This is an optimization exercise on Yosys and OpenROAD, whose aim is small area, a short achievable clock period and few clock cycles per item, not a production implementation.
Only simulation tests tie the RTL to the original design; equivalence was not proved.

<file path="flow/constraint.sdc">
create_clock -name core_clock -period 12.0 [get_ports {clk}]
set_input_delay 2.4000 -clock core_clock [delete_from_list [all_inputs] [get_ports {clk}]]
set_output_delay 2.4000 -clock core_clock [all_outputs]
set_load 0.01 [all_outputs]
</file>
<file path="flow/config.mk">
export PLATFORM = sky130hd
export DESIGN_NAME = wave_codec
export DESIGN_NICKNAME = wave_codec
export VERILOG_FILES = /design/flow/design.v
export SDC_FILE = /design/flow/constraint.sdc
export NUM_CORES = 4
export LEC_CHECK = 0
export CAP_MARGIN = 20
export CORE_MARGIN = 2
export CORE_UTILIZATION = 40
export PLACE_DENSITY = 0.6
export SLEW_MARGIN = 20
</file>
<file path="flow/design.v">
module wave_codec (
    input  wire        clk,
    input  wire        rst,         
    input  wire        start,       
    input  wire [7:0]  cfg_q,       
    input  wire        cfg_pred2,   
    input  wire        in_valid,
    output wire        in_ready,
    input  wire [31:0] in_sample,   
    output wire        out_valid,
    input  wire        out_ready,
    output wire [7:0]  out_byte
);
    localparam [1:0] S_A   = 2'd0,    
                     S_B   = 2'd1,    
                     S_DIV = 2'd2,    
                     S_W   = 2'd3;    
    reg [1:0]  state;
    reg        rdy;
    reg [12:0] s8;          
    reg        ll;          
    reg        pred2;
    reg [32:0] r1;          
    reg [31:0] xr;          
    reg        neg;
    reg [34:0] dq;          
    reg [12:0] rem;         
    reg [2:0]  lo3;         
    reg [2:0]  cnt;
    reg [34:0] zz;
    reg        ov;
    reg        more;
    wire [15:0] remf = {rem, lo3};
    wire [15:0] h16  = {1'b0, s8, 2'b00};
    wire [15:0] u    = neg ? h16 : remf;
    wire [15:0] v    = neg ? remf : h16;
    wire [32:0] rp   = {xr[31], xr} + {17'd0, v} - {17'd0, u};
    wire [34:0] xs   = {{3{in_sample[31]}}, in_sample};
    wire [34:0] xr35 = {{3{xr[31]}}, xr};
    wire [34:0] r135 = {{2{r1[32]}}, r1};
    wire [34:0] xa   = pred2 ? (xr35 << 1) : xr35;
    wire [34:0] ua   = pred2 ? {18'd0, u, 1'b0} : {19'd0, u};
    wire [34:0] va   = pred2 ? {18'd0, v, 1'b0} : {19'd0, v};
    wire [34:0] ra   = pred2 ? r135 : 35'd0;
    wire [34:0] w_in = xs - xa + ua - va + ra + {19'd0, h16} - {34'd0, ~ll};
    wire        neg_b = dq[34];
    wire [33:0] num   = (dq[33:0] ^ {34{neg_b}}) + {33'd0, ~neg_b & ~ll};
    wire [30:0] nq    = num[33:3];
    wire c0  = ~|nq[30:13] & (nq[12:0]  < s8);
    wire c3  = ~|nq[30:16] & (nq[15:3]  < s8);
    wire c6  = ~|nq[30:19] & (nq[18:6]  < s8);
    wire c9  = ~|nq[30:22] & (nq[21:9]  < s8);
    wire c12 = ~|nq[30:25] & (nq[24:12] < s8);
    wire o0  = c0;
    wire o3  = c3  & ~c0;
    wire o6  = c6  & ~c3;
    wire o9  = c9  & ~c6;
    wire o12 = c12 & ~c9;
    wire o24 = ~c12;
    wire [34:0] dq_al = ll ? {1'b0, num} :
          ({35{o3 }} & {nq[2:0],  32'd0})
        | ({35{o6 }} & {nq[5:0],  29'd0})
        | ({35{o9 }} & {nq[8:0],  26'd0})
        | ({35{o12}} & {nq[11:0], 23'd0})
        | ({35{o24}} & {nq[23:0], 11'd0});
    wire [12:0] rem_al = ll ? 13'd0 :
          ({13{o0 }} & nq[12:0])
        | ({13{o3 }} & nq[15:3])
        | ({13{o6 }} & nq[18:6])
        | ({13{o9 }} & nq[21:9])
        | ({13{o12}} & nq[24:12])
        | ({13{o24}} & nq[30:24]  );
    wire [2:0] cnt_al =
          ({3{o3 }} & 3'd1) | ({3{o6 }} & 3'd2) | ({3{o9 }} & 3'd3)
        | ({3{o12}} & 3'd4) | ({3{o24}} & 3'd0);
    wire to_div = ~ll & ~o0;
    wire [13:0] t1  = {rem, dq[34]};
    wire [14:0] e1  = {1'b0, t1} - {2'b0, s8};
    wire        f1  = ~e1[14];
    wire [12:0] q1  = f1 ? e1[12:0] : t1[12:0];
    wire [13:0] t2  = {q1, dq[33]};
    wire [14:0] e2  = {1'b0, t2} - {2'b0, s8};
    wire        f2  = ~e2[14];
    wire [12:0] q2  = f2 ? e2[12:0] : t2[12:0];
    wire [13:0] t3  = {q2, dq[32]};
    wire [14:0] e3  = {1'b0, t3} - {2'b0, s8};
    wire        f3  = ~e3[14];
    wire [12:0] q3  = f3 ? e3[12:0] : t3[12:0];
    wire [34:0] dq_div = {dq[31:0], f1, f2, f3};
    wire last   = ov & out_ready & ~more;
    wire can_ld = ~ov | last;
    wire div_end = (state == S_DIV) & (cnt == 3'd1);
    wire [34:0] zsrc = (state == S_DIV) ? dq_div : dq;
    wire ld_z = can_ld & (div_end | (state == S_W));
    assign in_ready  = rdy;
    assign out_valid = ov;
    assign out_byte  = {more, zz[6:0]};
    wire [12:0] s8_in = cfg_q[5:0] * 13'd125;
    always @(posedge clk) begin
        if (rst) begin
            state <= S_A;
            rdy   <= 1'b1;
            ov    <= 1'b0;
        end else begin
            if (ld_z) begin
                zz   <= {zsrc[33:0], neg};
                more <= |zsrc[33:6];
                ov   <= 1'b1;
            end else if (ov & out_ready) begin
                zz   <= {7'd0, zz[34:7]};
                more <= |zz[34:14];
                if (~more) ov <= 1'b0;
            end
            case (state)
                S_A: begin
                    if (start) begin
                        s8    <= s8_in;
                        ll    <= (cfg_q[5:0] == 6'd0);
                        pred2 <= cfg_pred2;
                        r1    <= 33'd0;
                        xr    <= 32'd0;
                        neg   <= 1'b0;
                        rem   <= {1'b0, s8_in[12:1]};
                        lo3   <= {s8_in[0], 2'b00};
                    end else if (in_valid) begin
                        r1    <= rp;
                        xr    <= in_sample;
                        dq    <= w_in;
                        rdy   <= 1'b0;
                        state <= S_B;
                    end
                end
                S_B: begin
                    neg <= neg_b;
                    lo3 <= ll ? 3'd0 : num[2:0];
                    rem <= rem_al;
                    dq  <= dq_al;
                    cnt <= cnt_al;
                    state <= to_div ? S_DIV : S_W;
                end
                S_DIV: begin
                    rem <= q3;
                    dq  <= dq_div;
                    cnt <= cnt - 3'd1;
                    if (cnt == 3'd1) begin
                        state <= ld_z ? S_A : S_W;
                        rdy   <= ld_z;
                    end
                end
                S_W: begin
                    if (ld_z) begin
                        rdy   <= 1'b1;
                        state <= S_A;
                    end
                end
            endcase
        end
    end
endmodule
</file>
<file path="flow/run.sh">
#!/bin/bash
# synth_recipe.tcl (not shown) runs the flow's synth.tcl, then flattens the netlist and writes it again
# the make line also repeats each setting of config.mk as NAME=value (left out here)
make -C /OpenROAD-flow-scripts/flow DESIGN_CONFIG=/design/flow/config.mk WORK_HOME=/design/flow/orfs CLKGATE_MAP_FILE= SYNTH_SCRIPT=/design/flow/synth_recipe.tcl finish
</file>
==> summary.txt <==
cells on worst reg2reg path=33; first-pass GRT wire length=around 110,000 um; initial antenna violation count=1; critical path startpoint category=register; drt first pass iters=6; Std-Cell Rows=86; setup ws final=3.17 ns; antenna viol nets, final=0; CTS resizes=0; IO Pins=56; Cell Area, Synth=22,200 sq um; endpoints failing hold=0; Rel. slew slack=0.231; share of cells above drive strength 1=0.0725; sequential share of the synthesized area=0.235; final net count=2,878; Ys Warns=1; 1st-iter DRT viols=approximately 1,700; die footprint=57,400 sq um; Synth-to-Final Area Change=7.78%; Critical Path Fanout Max=20; Post-DP HPWL=approximately 52,000 um; Root Buffer=clkbuf_16; CP max stage delay=0.59 ns; WL final=67,900 um; clock latency on the worst-skew pair=0.48 ns; core box area=roughly 55,000 sq um; Hold Crit Class=reg2reg; Seq cells post-synth=175; CTS tree=built; final instance count without filler cells=3,217; Post-route DRC=0; DP Cell Count=3,185; Via-to-Cell Ratio=5.82; WL per Instance=roughly 21 um; worst hold stages=2; Total GRT Usage=0.240; crit path capture type=register; critical path type=reg2reg; global placement routability congestion=a little over 0.9; most common cell after layout, fill and taps aside=ha_1; Post-synth ARST share=0; Yosys top cell by area=edfxtp_1; Main synth FF type=edfxtp_1; min Tclk post-route=8.83 ns; Cells after Synth=2,481; Die Y=240 um; Final Max Slew Viols=0; RR Startpoint=dq[34]; setup TNS=0 ns; top cell type's share of synthesized area=0.231; die extent in x=240 um; clk buf depth=2; Area contributors post-synth=edfxtp_1 23%, ha_1 15%, fa_1 9.9%; Synth Area per Inst=8.95 sq um; vias in the first global route=18,508; setup slack at placement=~3.3 ns; Starting Density=0.404; Congestion Overflow GR=0; Slew @ Worst Pin=1.14 ns; WHS Endpoint=zz[6]; Worst EP required=12.30 ns; setup violators final=0; Max Fclk=approximately 110 MHz; Post-synth EDFFs=171; synth unique cells=98; Max Cap Violations=0; RSZ-0062 raised after global routing=false; most frequent cells in the layout=264 x ha_1, 259 x inv_1, 213 x nor2_1; Setup Buffers After CTS=0; Port Buf Inserts=53; number of diodes=0; Clock Sinks=175; DR vias=18,730; largest net degree at the start of global routing=105; final hold slack=approximately 0.53 ns; H-tree depth=4; Setup Skew=0.0193 ns; Hold Startpoint=zz[13]; reg-to-reg endpoint=zz[1]; CP Data Arrival Time=9.13 ns; slowest CP cell=inv_1; TritonCTS Buffers=17; outcome=finished clean; Tcrit/Tclk final=0.736; CTS clk-pin slew, worst paths=0.08 ns; Mapped Nets=2,903; hold-fix buffers at CTS=0
==> cell usage after synthesis, types with 9 or more instances <==
cell type  number
a211oi_1       16
a21boi_0       15
a21o_1         52
a21oi_1       144
a222oi_1        9
a22oi_1        10
a31oi_1        21
and2_1         38
and3_1         18
buf_1          23
buf_2          16
buf_4          10
clkbuf_1       70
edfxtp_1      171
fa_1          110
ha_1          266
inv_1         259
mux2_2         65
mux2i_1        44
nand2_1       162
nand2b_1       20
nand3_1        42
nand4_1        24
nor2_1        214
nor2b_1        42
nor3_1         39
nor4_1         13
o211ai_1       25
o21a_1         18
o21ai_0       165
o21bai_1       15
o221ai_1       11
o22ai_1        23
o31ai_1        12
o41ai_1        15
or2_2          11
or3_1          10
xnor2_1        85
xor2_1         52
==> layout make-up <==
type,count,area [sq um]
inverters,261,980
flip-flops and latches,175,5220
multi-input cells,1920,15500
fillers,5365,31000
well taps,748,936
clock inverters,14,169
clock buffers,18,429
repair buffers,81,736
==> state kept, by name, summed over array words and instances, names as in the netlist <==
register / count
ov: 1
pred2: 1
zz: 35
r1: 33
ll: 1
rem: 13
neg: 1
state: 2
dq: 35
s8: 13
rdy: 1
lo3: 3
xr: 32
cnt: 3
more: 1
==> logic make-up after synthesis <==
logic type | after synthesis | share of synthesized area
and+or+nand+nor | 686 | 0.158
AOI/OAI and AO/OA | 611 | 0.181
buffers and inverters | 386 | 0.0698
adders and majority gates | 376 | 0.249
DFF | 175 | 0.235
xor gates and xnor gates | 137 | 0.0540
muxes | 110 | 0.0534
==> worst max-delay path: cells and delay by family (launching register included) <==
kind / cells / cell delay, ns
mux: 1 / 0.39
simple gates: 12 / 2.22
compound gates: 13 / 3.10
fa+ha+maj: 4 / 1.52
flops: 1 / 0.36
buf+inv: 3 / 1.03
==> through the flow <==
stage	util	cell area [sq um]
3_5_place_dp	0.425	23300
3_3_place_gp	0.425	23300
6_report	0.435	23900
4_1_cts	0.435	23900
2_1_floorplan	-	22200
5_1_grt	0.435	23900
==> worst max-delay path by stage <==
| stage | to | slack [ns] | from |
|---|---|---|---|
| floorplan | r1[0] | 3.64 | start |
| global placement | dq[33] | 3.23 | in_sample[2] |
| detailed placement | dq[31] | 3.26 | in_sample[2] |
| CTS | zz[1] | 3.29 | dq[34] |
| global route | zz[1] | 2.73 | dq[34] |
| finish | zz[1] | 3.17 | dq[34] |
==> layer usage <==
layer	track usage	share of wire	wire length, um	vias up
met3	0.0425	0.067	4570	127
met4	0.0977	0.034	2330	2
met1	0.318	0.43	29400	9139
li1	-	-	-	8822
met5	0	0.00018	12	-
met2	0.388	0.46	31600	640
Testbench counts, summed over its fixed seeds: cycles 31,682, items 9,600.

separate check: timing with driven ports:
In the flow no input, the clock included, has a driving cell. The finished layout below was timed again as built, in two steps. Step 1, drivers: a clkbuf_16 drives clk and a buf_2 each remaining input, both assumed. Step 2 moves the port delays by t, midway between the first and last clock arrival at a register: inputs arrive t later, outputs are due t later. That takes back most of the time a late clock gives input paths. Slacks: ideal ports / drivers / drivers and shift; pairs: ideal ports / drivers.
shift t [ns]: 0.534
setup slack, ns: 3.168 / 3.168 / 3.164
worst setup path after step 2: input to register
clock arrival spread, ns: 0.019 / 0.020
After both steps setup and hold are still met in this run. The setup slack of this run moves by 0.000 ns with the drivers and by -0.004 ns with both steps.
